What follows belongs to an exercise in optimizing a design on an open flow for small area; a production flow would make more cautious choices.
The RTL was checked by simulation tests, not by an equivalence proof against the original design.
Power figures rest on the tool's default switching activity, not on a simulated workload.

## flow/config.mk

```make
export PLATFORM = sky130hd
export DESIGN_NAME = etcher
export DESIGN_NICKNAME = etcher
export VERILOG_FILES = /design/flow/design.v
export SDC_FILE = /design/flow/constraint.sdc
export NUM_CORES = 4
export LEC_CHECK = 0
export CAP_MARGIN = 20
export CORE_MARGIN = 2
export CORE_UTILIZATION = 40
export SLEW_MARGIN = 20
```

## flow/constraint.sdc

```tcl
create_clock -name core_clock -period 20.0 [get_ports {clk}]
set_input_delay 4.0000 -clock core_clock [delete_from_list [all_inputs] [get_ports {clk}]]
set_output_delay 4.0000 -clock core_clock [all_outputs]
set_load 0.01 [all_outputs]
```

## flow/design.v

```verilog
module etcher (
    input  wire         clk,
    input  wire         rst,
    output wire [10:0]  pc_o,
    input  wire [31:0]  instr_i,
    input  wire [9:0]   lo_i,
    input  wire [9:0]   hi_i,
    input  wire         errhalt_i,
    input  wire         start_i,
    input  wire [9:0]   start_addr_i,
    input  wire         stop_i,
    input  wire [62:0]  ev_i,
    input  wire [23:0]  st_i,
    input  wire [239:0] ch_v_i,
    input  wire [9:0]   ch_new_i,
    input  wire [9:0]   ch_warm_i,
    input  wire         acc_smp_i,
    output reg          bus_req_o,
    output reg  [1:0]   bus_op_o,
    output reg  [15:0]  bus_addr_o,
    output reg  [2:0]   bus_mb_o,
    output reg  [2:0]   bus_len_o,
    output reg  [63:0]  bus_data_o,
    input  wire         bus_ack_i,
    input  wire         bus_err_i,
    input  wire [15:0]  bus_rdata_i,
    output reg          level_o,
    output reg          pulse_o,
    output reg          kick_o,
    output reg          kick_stop_o,
    output reg  [2:0]   kick_etch_o,
    output reg  [9:0]   kick_addr_o,
    output reg  [1:0]   state_o,
    output reg          pend_o,
    output reg          stopping_o,
    output reg          halt_o,
    output reg          rej_o,
    output reg          err_o,
    output reg  [2:0]   err_code_o,
    output reg  [10:0]  err_pc_o,
    output wire [63:0]  cnt_o,
    output wire [24:0]  it0_o,
    output wire [24:0]  it1_o
);
    localparam S_IDLE  = 2'd0;
    localparam S_RUN   = 2'd1;
    localparam S_WAIT  = 2'd2;
    localparam S_STALL = 2'd3;
    localparam OP_REG = 2'd0;
    localparam OP_LDR = 2'd1;
    localparam OP_MBX = 2'd2;
    reg [10:0] pc;
    reg [15:0] cnt   [0:3];
    reg [5:0]  evb  [0:3];
    reg [23:0] tval  [0:1];
    reg        texp  [0:1];
    reg [1:0]  tunit [0:1];
    reg        trun  [0:1];
    reg [15:0] tpre  [0:1];
    reg [1:0]  acc_cn;
    reg [9:0]  pend_addr;
    assign pc_o  = pc;
    assign cnt_o = {cnt[3], cnt[2], cnt[1], cnt[0]};
    assign it0_o = {texp[0], tval[0]};
    assign it1_o = {texp[1], tval[1]};
    wire [31:0] w     = instr_i;
    wire [2:0]  cls   = w[31:29];
    wire [2:0]  var_  = w[28:26];
    wire        toen  = w[25];
    wire        tsel  = w[24];
    wire [63:0] ev_all = {1'b0, ev_i};
    function ch_legal(input [3:0] ch);
        ch_legal = (ch <= 4'd9);
    endfunction
    function [23:0] chval(input [3:0] ch);
        chval = ch_v_i[ch * 24 +: 24];
    endfunction
    wire [1:0] texp_v = {texp[1], texp[0]};
    reg illegal;
    always @* begin
        illegal = 1'b0;
        case (cls)
            3'd0: illegal = (var_ != 3'd0);
            3'd1: case (var_)
                      3'd0: illegal = 1'b0;
                      3'd1: illegal = (w[4:0] > 5'd23);
                      3'd2: illegal = 1'b0;
                      3'd3: illegal = !ch_legal(w[23:20]);
                      3'd4: illegal = 1'b0;
                      default: illegal = 1'b1;
                  endcase
            3'd2: case (var_)
                      3'd0: illegal = (w[2:0] > 3'd4);
                      3'd1: illegal = 1'b0;
                      3'd2: illegal = (w[10:8] > 3'd4);
                      3'd3: illegal = 1'b0;
                      default: illegal = 1'b1;
                  endcase
            3'd3: case (var_)
                      3'd0, 3'd1, 3'd3, 3'd4: illegal = 1'b0;
                      3'd2: illegal = (w[20:16] > 5'd23);
                      3'd5: illegal = !ch_legal(w[25:22]);
                      default: illegal = 1'b1;
                  endcase
            3'd4: illegal = (var_ > 3'd3);
            3'd5: case (var_)
                      3'd0, 3'd1, 3'd2, 3'd3: illegal = 1'b0;
                      3'd4: illegal = !ch_legal(w[23:20]);
                      default: illegal = 1'b1;
                  endcase
            default: illegal = 1'b1;
        endcase
    end
    reg [1:0]  n_state;
    reg [10:0] n_pc;
    reg [15:0] n_cnt  [0:3];
    reg [5:0]  n_evb [0:3];
    reg [23:0] n_tval [0:1];
    reg        n_texp [0:1];
    reg [1:0]  n_tunit[0:1];
    reg        n_trun [0:1];
    reg [15:0] n_tpre [0:1];
    reg        n_level, n_pulse;
    reg        n_kick, n_kick_stop;
    reg [2:0]  n_kick_etch;
    reg [9:0]  n_kick_addr;
    reg        n_req;
    reg [1:0]  n_op;
    reg [15:0] n_addr;
    reg [2:0]  n_mb, n_len;
    reg [63:0] n_data;
    reg [1:0]  n_acc_cn;
    reg        n_pend, n_stopping;
    reg [9:0]  n_pend_addr;
    reg        n_err;
    reg [2:0]  n_err_code;
    reg [10:0] n_err_pc;
    reg        n_rej;
    reg        exec;
    reg        in_region;
    reg        cond;
    reg        stall_done;
    reg        bad;
    reg        start_ok;
    reg [15:0] tlim;
    reg [23:0] v;
    reg [15:0] ca, cb;
    integer    i;
    always @* begin
        n_state     = state_o;
        n_pc        = pc;
        for (i = 0; i < 4; i = i + 1) begin
            n_cnt[i]  = cnt[i];
            n_evb[i] = evb[i];
        end
        n_level     = level_o;
        n_pulse     = 1'b0;
        n_kick      = 1'b0;
        n_kick_stop = kick_stop_o;
        n_kick_etch = kick_etch_o;
        n_kick_addr = kick_addr_o;
        n_req       = bus_req_o;
        n_op        = bus_op_o;
        n_addr      = bus_addr_o;
        n_mb        = bus_mb_o;
        n_len       = bus_len_o;
        n_data      = bus_data_o;
        n_acc_cn    = acc_cn;
        n_pend      = pend_o;
        n_pend_addr = pend_addr;
        n_stopping  = stopping_o;
        n_err       = 1'b0;
        n_err_code  = err_code_o;
        n_err_pc    = err_pc_o;
        n_rej       = 1'b0;
        cond        = 1'b0;
        bad         = 1'b0;
        v           = 24'd0;
        ca          = 16'd0;
        cb          = 16'd0;
        for (i = 0; i < 2; i = i + 1) begin
            n_tval[i]  = tval[i];
            n_texp[i]  = texp[i];
            n_tunit[i] = tunit[i];
            n_trun[i]  = trun[i];
            n_tpre[i]  = tpre[i];
            case (tunit[i])
                2'd0:    tlim = 16'd0;
                2'd1:    tlim = 16'd47;
                default: tlim = 16'd47999;
            endcase
            if (trun[i] && !texp[i]) begin
                if (tunit[i] == 2'd3) begin
                    if (acc_smp_i) begin
                        n_tval[i] = tval[i] - 24'd1;
                        if (tval[i] == 24'd1)
                            n_texp[i] = 1'b1;
                    end
                end else if (tpre[i] == tlim) begin
                    n_tpre[i] = 16'd0;
                    n_tval[i] = tval[i] - 24'd1;
                    if (tval[i] == 24'd1)
                        n_texp[i] = 1'b1;
                end else begin
                    n_tpre[i] = tpre[i] + 16'd1;
                end
            end
        end
        exec      = (state_o == S_RUN) || (state_o == S_WAIT);
        in_region = (pc >= {1'b0, lo_i}) && (pc <= {1'b0, hi_i});
        if (exec) begin
            n_state = S_RUN;
            n_pc    = pc + 11'd1;
            if (!in_region) begin
                n_err      = 1'b1;
                n_err_code = 3'd3;
                n_err_pc   = pc;
                n_state    = S_IDLE;
                n_pc       = pc;
            end else if (illegal) begin
                n_err      = 1'b1;
                n_err_code = 3'd2;
                n_err_pc   = pc;
                n_state    = S_IDLE;
                n_pc       = pc;
            end else begin
                case (cls)
                    3'd0: begin
                        n_state = S_IDLE;
                        n_pc    = pc;
                        if (w[0])
                            n_level = 1'b0;
                    end
                    3'd1: begin
                        case (var_)
                            3'd0: cond = ev_all[w[5:0]] || ev_all[w[13:8]];
                            3'd1: cond = (st_i[w[4:0]] == w[8]);
                            3'd2: cond = texp_v[w[0]];
                            3'd3: begin
                                v = chval(w[23:20]);
                                if (ch_new_i[w[23:20]] && !(w[18] && ch_warm_i[w[23:20]])) begin
                                    if (w[19] == 1'b0)
                                        cond = $signed(v) >= $signed({w[15:0], 8'd0});
                                    else
                                        cond = $signed(v) < $signed({w[15:0], 8'd0});
                                end
                            end
                            default: cond = (cnt[w[17:16]] >= w[15:0]);
                        endcase
                        if (cond)
                            n_pc = pc + 11'd1;
                        else if (var_ != 3'd2 && toen && texp_v[tsel])
                            n_pc = pc + 11'd2;
                        else begin
                            n_pc    = pc;
                            n_state = S_WAIT;
                        end
                    end
                    3'd2: begin
                        case (var_)
                            3'd0: begin
                                case (w[2:0])
                                    3'd1: n_pulse = 1'b1;
                                    3'd2: begin
                                        n_level = 1'b1;
                                        n_pulse = 1'b1;
                                    end
                                    3'd3: n_level = 1'b0;
                                    3'd4: begin
                                        n_level = !level_o;
                                        n_pulse = !level_o;
                                    end
                                    default: ;
                                endcase
                            end
                            3'd1: begin
                                if (w[15:8] == 8'h16 || w[15:8] == 8'h17) begin
                                    n_err      = 1'b1;
                                    n_err_code = 3'd4;
                                    n_err_pc   = pc;
                                    if (errhalt_i) begin
                                        n_state = S_IDLE;
                                        n_pc    = pc;
                                    end
                                end else begin
                                    n_state  = S_STALL;
                                    n_pc     = pc;
                                    n_req    = 1'b1;
                                    n_op     = OP_REG;
                                    n_addr   = w[15:0];
                                    n_mb     = 3'd0;
                                    n_len    = 3'd0;
                                    n_data   = {48'd0, cnt[w[17:16]]};
                                    n_acc_cn = w[17:16];
                                end
                            end
                            3'd2: begin
                                n_state  = S_STALL;
                                n_pc     = pc;
                                n_req    = 1'b1;
                                n_op     = OP_MBX;
                                n_addr   = 16'd0;
                                n_mb     = w[18:16];
                                n_len    = w[10:8];
                                n_data[15:0]  = (w[10:8] > 3'd0) ? cnt[0] : 16'd0;
                                n_data[31:16] = (w[10:8] > 3'd1) ? cnt[1] : 16'd0;
                                n_data[47:32] = (w[10:8] > 3'd2) ? cnt[2] : 16'd0;
                                n_data[63:48] = (w[10:8] > 3'd3) ? cnt[3] : 16'd0;
                                n_acc_cn = 2'd0;
                            end
                            default: begin
                                n_kick      = 1'b1;
                                n_kick_stop = w[4];
                                n_kick_etch = w[2:0];
                                n_kick_addr = w[25:16];
                            end
                        endcase
                    end
                    3'd3: begin
                        case (var_)
                            3'd0: cond = 1'b1;
                            3'd1: cond = ev_all[w[21:16]];
                            3'd2: cond = (st_i[w[20:16]] == w[22]);
                            3'd3: begin
                                ca = cnt[w[23:22]];
                                cb = cnt[w[21:20]];
                                case (w[25:24])
                                    2'd0: cond = (ca == 16'd0);
                                    2'd1: cond = (ca != 16'd0);
                                    2'd2: cond = (ca == cb);
                                    default: cond = (ca < cb);
                                endcase
                            end
                            3'd4: cond = (texp_v[w[16]] != w[17]);
                            default: begin
                                v = chval(w[25:22]);
                                if (w[21] == 1'b0)
                                    cond = $signed(v) >= $signed({cnt[w[20:19]], 8'd0});
                                else
                                    cond = $signed(v) < $signed({cnt[w[20:19]], 8'd0});
                            end
                        endcase
                        if (cond)
                            n_pc = {1'b0, w[9:0]};
                    end
                    3'd4: begin
                        case (var_)
                            3'd0: n_cnt[w[17:16]] = cnt[w[17:16]] + 16'd1;
                            3'd1: n_cnt[w[17:16]] = (cnt[w[17:16]] == 16'd0) ? 16'd0
                                                    : cnt[w[17:16]] - 16'd1;
                            3'd2: n_cnt[w[17:16]] = cnt[w[17:16]] + w[15:0];
                            default: n_evb[w[17:16]] = w[5:0];
                        endcase
                    end
                    default: begin
                        case (var_)
                            3'd0: n_cnt[w[17:16]] = w[15:0];
                            3'd1, 3'd2: begin
                                n_tval[var_[1]]  = w[23:0];
                                n_texp[var_[1]]  = (w[23:0] == 24'd0);
                                n_tunit[var_[1]] = w[25:24];
                                n_trun[var_[1]]  = 1'b1;
                                n_tpre[var_[1]]  = 16'd0;
                            end
                            3'd3: begin
                                if (w[15:8] == 8'h16 || w[15:8] == 8'h17) begin
                                    n_err      = 1'b1;
                                    n_err_code = 3'd4;
                                    n_err_pc   = pc;
                                    if (errhalt_i) begin
                                        n_state = S_IDLE;
                                        n_pc    = pc;
                                    end
                                end else begin
                                    n_state  = S_STALL;
                                    n_pc     = pc;
                                    n_req    = 1'b1;
                                    n_op     = OP_LDR;
                                    n_addr   = w[15:0];
                                    n_mb     = 3'd0;
                                    n_len    = 3'd0;
                                    n_data   = 64'd0;
                                    n_acc_cn = w[17:16];
                                end
                            end
                            default: begin
                                v = chval(w[23:20]);
                                n_cnt[w[17:16]] = v[23:8];
                            end
                        endcase
                    end
                endcase
            end
        end
        stall_done = (state_o == S_STALL) && bus_ack_i;
        if (stall_done) begin
            bad   = bus_err_i;
            n_req = 1'b0;
            if (bus_op_o == OP_LDR && !stopping_o)
                n_cnt[acc_cn] = bad ? 16'd0 : bus_rdata_i;
            if (bad) begin
                n_err      = 1'b1;
                n_err_code = 3'd1;
                n_err_pc   = pc;
            end
            if (pend_o) begin
                n_pend     = 1'b0;
                n_stopping = 1'b0;
                n_state    = S_RUN;
                n_pc       = {1'b0, pend_addr};
                for (i = 0; i < 2; i = i + 1) begin
                    n_tval[i] = 24'd0;
                    n_texp[i] = 1'b1;
                    n_trun[i] = 1'b0;
                    n_tpre[i] = 16'd0;
                end
                for (i = 0; i < 4; i = i + 1)
                    n_evb[i] = 6'd63;
            end else if (stopping_o || (bad && errhalt_i)) begin
                n_stopping = 1'b0;
                n_state    = S_IDLE;
            end else begin
                n_state = S_RUN;
                n_pc    = pc + 11'd1;
            end
        end
        for (i = 0; i < 4; i = i + 1)
            if (ev_all[evb[i]])
                n_cnt[i] = n_cnt[i] + 16'd1;
        start_ok = ({1'b0, lo_i} <= {1'b0, hi_i}) &&
                   (start_addr_i >= lo_i) && (start_addr_i <= hi_i);
        if (stop_i) begin
            if (n_state == S_STALL) begin
                n_stopping = 1'b1;
                n_pend     = 1'b0;
            end else if (n_state != S_IDLE) begin
                n_state = S_IDLE;
            end
        end else if (start_i) begin
            if (!start_ok) begin
                n_rej = 1'b1;
            end else if (n_state == S_STALL) begin
                n_pend      = 1'b1;
                n_pend_addr = start_addr_i;
                n_stopping  = 1'b0;
            end else begin
                n_state = S_RUN;
                n_pc    = {1'b0, start_addr_i};
                for (i = 0; i < 2; i = i + 1) begin
                    n_tval[i] = 24'd0;
                    n_texp[i] = 1'b1;
                    n_trun[i] = 1'b0;
                    n_tpre[i] = 16'd0;
                end
                for (i = 0; i < 4; i = i + 1)
                    n_evb[i] = 6'd63;
            end
        end
        if (n_state == S_IDLE) begin
            n_trun[0] = 1'b0;
            n_trun[1] = 1'b0;
        end
    end
    always @(posedge clk) begin
        if (rst) begin
            state_o     <= S_IDLE;
            pc          <= 11'd0;
            for (i = 0; i < 4; i = i + 1) begin
                cnt[i]  <= 16'd0;
                evb[i] <= 6'd63;
            end
            for (i = 0; i < 2; i = i + 1) begin
                tval[i]  <= 24'd0;
                texp[i]  <= 1'b1;
                tunit[i] <= 2'd0;
                trun[i]  <= 1'b0;
                tpre[i]  <= 16'd0;
            end
            level_o     <= 1'b0;
            pulse_o     <= 1'b0;
            kick_o      <= 1'b0;
            kick_stop_o <= 1'b0;
            kick_etch_o <= 3'd0;
            kick_addr_o <= 10'd0;
            bus_req_o   <= 1'b0;
            bus_op_o    <= 2'd0;
            bus_addr_o  <= 16'd0;
            bus_mb_o    <= 3'd0;
            bus_len_o   <= 3'd0;
            bus_data_o  <= 64'd0;
            acc_cn      <= 2'd0;
            pend_o      <= 1'b0;
            pend_addr   <= 10'd0;
            stopping_o  <= 1'b0;
            halt_o      <= 1'b0;
            rej_o       <= 1'b0;
            err_o       <= 1'b0;
            err_code_o  <= 3'd0;
            err_pc_o    <= 11'd0;
        end else begin
            state_o     <= n_state;
            pc          <= n_pc;
            for (i = 0; i < 4; i = i + 1) begin
                cnt[i]  <= n_cnt[i];
                evb[i] <= n_evb[i];
            end
            for (i = 0; i < 2; i = i + 1) begin
                tval[i]  <= n_tval[i];
                texp[i]  <= n_texp[i];
                tunit[i] <= n_tunit[i];
                trun[i]  <= n_trun[i];
                tpre[i]  <= n_tpre[i];
            end
            level_o     <= n_level;
            pulse_o     <= n_pulse;
            kick_o      <= n_kick;
            kick_stop_o <= n_kick_stop;
            kick_etch_o <= n_kick_etch;
            kick_addr_o <= n_kick_addr;
            bus_req_o   <= n_req;
            bus_op_o    <= n_op;
            bus_addr_o  <= n_addr;
            bus_mb_o    <= n_mb;
            bus_len_o   <= n_len;
            bus_data_o  <= n_data;
            acc_cn      <= n_acc_cn;
            pend_o      <= n_pend;
            pend_addr   <= n_pend_addr;
            stopping_o  <= n_stopping;
            halt_o      <= (state_o != S_IDLE) && (n_state == S_IDLE);
            rej_o       <= n_rej;
            err_o       <= n_err;
            err_code_o  <= n_err_code;
            err_pc_o    <= n_err_pc;
        end
    end
endmodule
```

## flow/run.sh

```bash
#!/bin/bash
# synth_recipe.tcl (not shown) runs the flow's synth.tcl, then flattens the netlist and writes it again
# the make line also repeats each setting of config.mk as NAME=value (left out here)
make -C /OpenROAD-flow-scripts/flow DESIGN_CONFIG=/design/flow/config.mk WORK_HOME=/design/flow/orfs CLKGATE_MAP_FILE= SYNTH_SCRIPT=/design/flow/synth_recipe.tcl finish
```

==> qor.log <==
[clock_network] sinks on the clock net 326
[timing] number of hold violations in the final report 0
[timing] clock skew 19.61 ps
[route] DRT Wirelength 214800 um
[worst_setup_path] largest fanout of any net on the critical path 47
[route] routed length on met1 79360 um
[timing] Final period util 53.30%
[power] PwrDens 46.02 nW/um^2
[worst_setup_path] required time of the worst setup path 20500 ps
[worst_setup_path] Crit Path Class input pin to flip-flop
[route] routed vias/inst 7.023
[placed_design] worst setup slack before clock tree synthesis 9015 ps
[clock_network] clock tree from TritonCTS done
[route] max layer used met5
[timing] Final Max Tran Viols 0
[worst_setup_path] critical path data arrival time 11160 ps
[worst_setup_path] Startpoint Class input pin
[clock_network] number of hold buffers added after CTS 0
[clock_network] TritonCTS buffer count 39
[layout] share of layout cells above drive strength 1 12.21%
[worst_setup_path] type of element capturing the critical path flip-flop
[layout] FILL cells 7971
[power] static power due to leakage 15.66 nW
[job] maxcap violations 0
[clock_network] number of gates resized after cts 0
[status] outcome finished clean
[route] number of routed nets with antenna violations 0
[timing] worst hold margin 449.8 ps
[synth] main area contributors after synthesis sky130_fd_sc_hd__dfxtp_1 19%, sky130_fd_sc_hd__mux4_2 16%, sky130_fd_sc_hd__ha_1 5.5%
[route] vias 40910
[synth] Synth Flop Type sky130_fd_sc_hd__dfxtp_1
[clock_network] depth of the CTS H-tree 2
[clock_network] post-CTS setup buffer count 0
[timing] highest achievable clock rate 93.80 MHz
[synth] post-synthesis compound-gate area fraction 22.95%
[synth] syn_area_per_cell 8.059 um^2
[synth] Cell Area, Synth 33600 um^2
[layout] final net count 5286
[die] die width 293.8 um
[synth] leading area contributor after synthesis sky130_fd_sc_hd__dfxtp_1
[die] Vert. Die Dim 293.8 um
[die] area inside the core boundary 83420 um^2
[synth] sequential element share of the synthesized area 19.42%
[timing] final setup TNS 0 ps
[global_routing] wire length of the first global-routing pass 295500 um
[power] worst vdd ir 0.04548 mV
[global_routing] maximum number of pins on one net before global-route repair 89
[layout] number of non-filler instances in the completed layout 5825
[timing] RSZ-0062 raised after global routing no
[route] Met3 Wirelength 29900 um
[synth] multiplexer share of the synthesized area 20.97%
[route] DRC violations left 0
[layout] area growth from synthesis to layout 28.58%
[synth] Syn. warnings 15
[timing] post-route worst setup slack 9340 ps
[synth] share of synthesized cell area in and, or, nand and nor gates 22.14%
[worst_setup_path] worst setup slack for register-to-register paths 13190 ps
[synth] post-synth cell types 98
[synth] xor/xnor cell area share of the yosys netlist 3.337%
[timing] Least-Margin Pin Slew 1352 ps
[timing] slew margin rel. 9.005%
[layout] area taken by multi-input logic gates 25310 um^2
[power] post-route total power 1.988 mW
[synth] dominant combinational cell family by area after synthesis compound AO/OA/AOI/OAI gates
[synth] Net Count, Synth 4750
[die] # IOs 685
[placed_design] placed cell count 5743
[timing] Final setup viols 0
[placed_design] Port Buffer Count 684
[timing] Final Critical Period 10660 ps
[clock_network] clk root buf sky130_fd_sc_hd__clkbuf_16
[global_routing] final global-route overflow total 0
[route] mean routed wirelength per cell 36.87 um
[synth] post-synth top area share 19.42%
[clock_network] post-CTS clock slew at the launch and capture registers of the worst setup and hold paths 60 ps
[placed_design] gpl congestion 1.115
[die] starting utilization of the core area 40.28%
[clock_network] buffers from clock root to sink, at most 3
[route] sum of met2 wire segment lengths after detailed routing 87720 um
[synth] instance count of the mapped netlist 4169
[layout] Sequential Area 6526 um^2
[global_routing] vias in the first global route 38270
[route] Pre-antenna DRT Iters 6
[global_routing] total routing usage reported by global routing 48.01%
[clock_network] clock latency (worst-skew pair) 600 ps
[synth] FF+latch count, synth 326
[route] count of routing violations after the opening detailed-route iteration 5727
[global_routing] number of antenna violations at the first check in global routing 17
[synth] count of flip-flops with a built-in enable after synthesis 0
[placed_design] placed wire-length estimate 161800 um
[die] die footprint 86330 um^2
[worst_hold_path] worst min-delay path category flip-flop to flip-flop
[die] Site Rows 106
[synth] share of flip-flops with an asynchronous set or reset after synthesis 0%
[synth] fraction of the mapped netlist area in adder cells 5.534%
flip-flops by register name, summed over array words and instances (netlist names), 11 cells and up:
name	cells
err_pc_o	11
bus_data_o	64
bus_addr_o	16
tpre	32
tval	48
cnt	64
pc	11
evb	24
final timing paths:
path | startpoint | end | cells past startpoint
hold reg to reg | err_pc_o[8] | err_pc_o[8] | 2
hold / removal | err_pc_o[8] | err_pc_o[8] | 2
setup / recovery | instr_i[20] | tpre[1][12] | 17
setup reg to reg | pc[5] | cnt[1][15] | 14
area by class of cell:
cell class	instances	share of cell area [%]
flip-flops and latches	326	15.11
inverters	141	1.225
clock inverters	23	0.9731
repair buffers	842	18.50
diodes	12	0.06951
multi-input cells	3355	58.58
clock buffers	46	2.413
well taps	1080	3.128
critical path: stages:
cell	delay, ps
sky130_fd_sc_hd__buf_4	560
sky130_fd_sc_hd__buf_4	710
sky130_fd_sc_hd__mux4_2	350
sky130_fd_sc_hd__a22oi_1	80
sky130_fd_sc_hd__o21ai_0	1020
sky130_fd_sc_hd__ha_1	430
sky130_fd_sc_hd__a21o_1	190
sky130_fd_sc_hd__a211oi_1	310
sky130_fd_sc_hd__a41oi_1	210
sky130_fd_sc_hd__a311oi_1	870
sky130_fd_sc_hd__o22ai_1	310
sky130_fd_sc_hd__nor3_1	310
sky130_fd_sc_hd__o221ai_1	320
sky130_fd_sc_hd__a21oi_2	220
sky130_fd_sc_hd__buf_4	370
sky130_fd_sc_hd__nand2_1	440
sky130_fd_sc_hd__a211oi_1	340
metrics by stage:
stage	util (%)	cell area, um^2
5_1_grt	51.75	43170
3_3_place_gp	49.94	41660
2_1_floorplan	-	33600
4_1_cts	51.71	43140
6_report	51.79	43200
3_5_place_dp	49.96	41680
power by group:
group          total (mW)  internal (mW)  switching, mW  leakage [nW]
Combinational       0.512          0.204          0.309          12.3
Clock               0.822          0.497          0.325         0.713
Sequential          0.654          0.650        0.00339          2.63
metal layers:
layer  up-vias  global-route usage, %
li1      17030                      -
met1     19860                  60.04
met2      3195                  68.41
met3       817                  17.50
met4        10                  33.09
met5         -                 0.1702
cell usage after synthesis, types with 58 or more instances:
master / count
sky130_fd_sc_hd__dfxtp_1: 326
sky130_fd_sc_hd__nand4_1: 65
sky130_fd_sc_hd__mux4_2: 235
sky130_fd_sc_hd__xor2_1: 58
sky130_fd_sc_hd__inv_1: 135
sky130_fd_sc_hd__nor4_1: 69
sky130_fd_sc_hd__nor3_1: 111
sky130_fd_sc_hd__mux2i_1: 125
sky130_fd_sc_hd__nand2_1: 375
sky130_fd_sc_hd__ha_1: 147
sky130_fd_sc_hd__xnor2_1: 70
sky130_fd_sc_hd__nand3_1: 146
sky130_fd_sc_hd__a21oi_1: 252
sky130_fd_sc_hd__clkbuf_1: 270
sky130_fd_sc_hd__a211oi_1: 90
sky130_fd_sc_hd__o21ai_0: 224
sky130_fd_sc_hd__nor2_1: 455
sky130_fd_sc_hd__o211ai_1: 63
sky130_fd_sc_hd__a22oi_1: 68
cells by family after synthesis:
logic type,count (synthesis)
AND/OR/NAND/NOR,1534
AO/OA/AOI/OAI,1147
buffers and inverters,488
multiplexers,398
flip-flops,326
adder cells (fa/ha/maj),148
XOR/XNOR,128
placed cells by master, fill, tap and decap left out, types with 17 or more instances in the layout:
cell / n
sky130_fd_sc_hd__and3_1: 40
sky130_fd_sc_hd__nand4_1: 65
sky130_fd_sc_hd__or3_1: 34
sky130_fd_sc_hd__o221ai_1: 37
sky130_fd_sc_hd__or4_1: 20
sky130_fd_sc_hd__xnor2_1: 70
sky130_fd_sc_hd__dfxtp_1: 326
sky130_fd_sc_hd__a221oi_1: 43
sky130_fd_sc_hd__a21oi_1: 251
sky130_fd_sc_hd__inv_1: 135
sky130_fd_sc_hd__nor3_1: 105
sky130_fd_sc_hd__nor3b_1: 18
sky130_fd_sc_hd__nor2b_1: 45
sky130_fd_sc_hd__buf_4: 161
sky130_fd_sc_hd__a22oi_1: 68
sky130_fd_sc_hd__and4_1: 19
sky130_fd_sc_hd__xor2_1: 58
sky130_fd_sc_hd__a31oi_1: 55
sky130_fd_sc_hd__mux4_2: 235
sky130_fd_sc_hd__or2_2: 17
sky130_fd_sc_hd__o31ai_1: 23
sky130_fd_sc_hd__and2_1: 19
sky130_fd_sc_hd__nand2b_1: 46
sky130_fd_sc_hd__mux2_2: 33
sky130_fd_sc_hd__o22ai_1: 48
sky130_fd_sc_hd__mux2i_1: 125
sky130_fd_sc_hd__nor4_1: 68
sky130_fd_sc_hd__clkbuf_16: 39
sky130_fd_sc_hd__o21ai_0: 223
sky130_fd_sc_hd__nand3_1: 146
sky130_fd_sc_hd__nor2_1: 450
sky130_fd_sc_hd__clkdlybuf4s50_1: 672
sky130_fd_sc_hd__ha_1: 147
sky130_fd_sc_hd__o211ai_1: 63
sky130_fd_sc_hd__nand2_1: 373
sky130_fd_sc_hd__a21o_1: 31
sky130_fd_sc_hd__a211oi_1: 90

## port drivers added, routing unchanged
The flow's constraints put no driver on any port. The routed layout listed below was extracted and timed again, unchanged, in two steps. Step 1 sets driving cells, clkbuf_16 on the clock port and buf_2 on the other inputs (assumed; they add their load-dependent delay and slew). Step 2 adds t to the input delays and takes it off the output delays; t is the mean of the earliest and latest rising clock arrival at the registers after step 1. Input paths then give back, and output paths get back, about the clock's delay inside the block. a / b / c = ideal ports / drivers / drivers and shift; a / b = the first two.
shift t [ns]: 0.669
setup slack, ns: 9.340 / 9.387 / 8.718
worst hold slack (ns): 0.450 / 0.450 / 0.450
latest minus earliest clock arrival (ns): 0.022 / 0.022
worst data-port slew with drivers (ns): 0.20
After both steps this run still meets setup and hold. For this run, drivers alone change the setup slack by +0.047 ns; drivers and shift together by -0.622 ns.
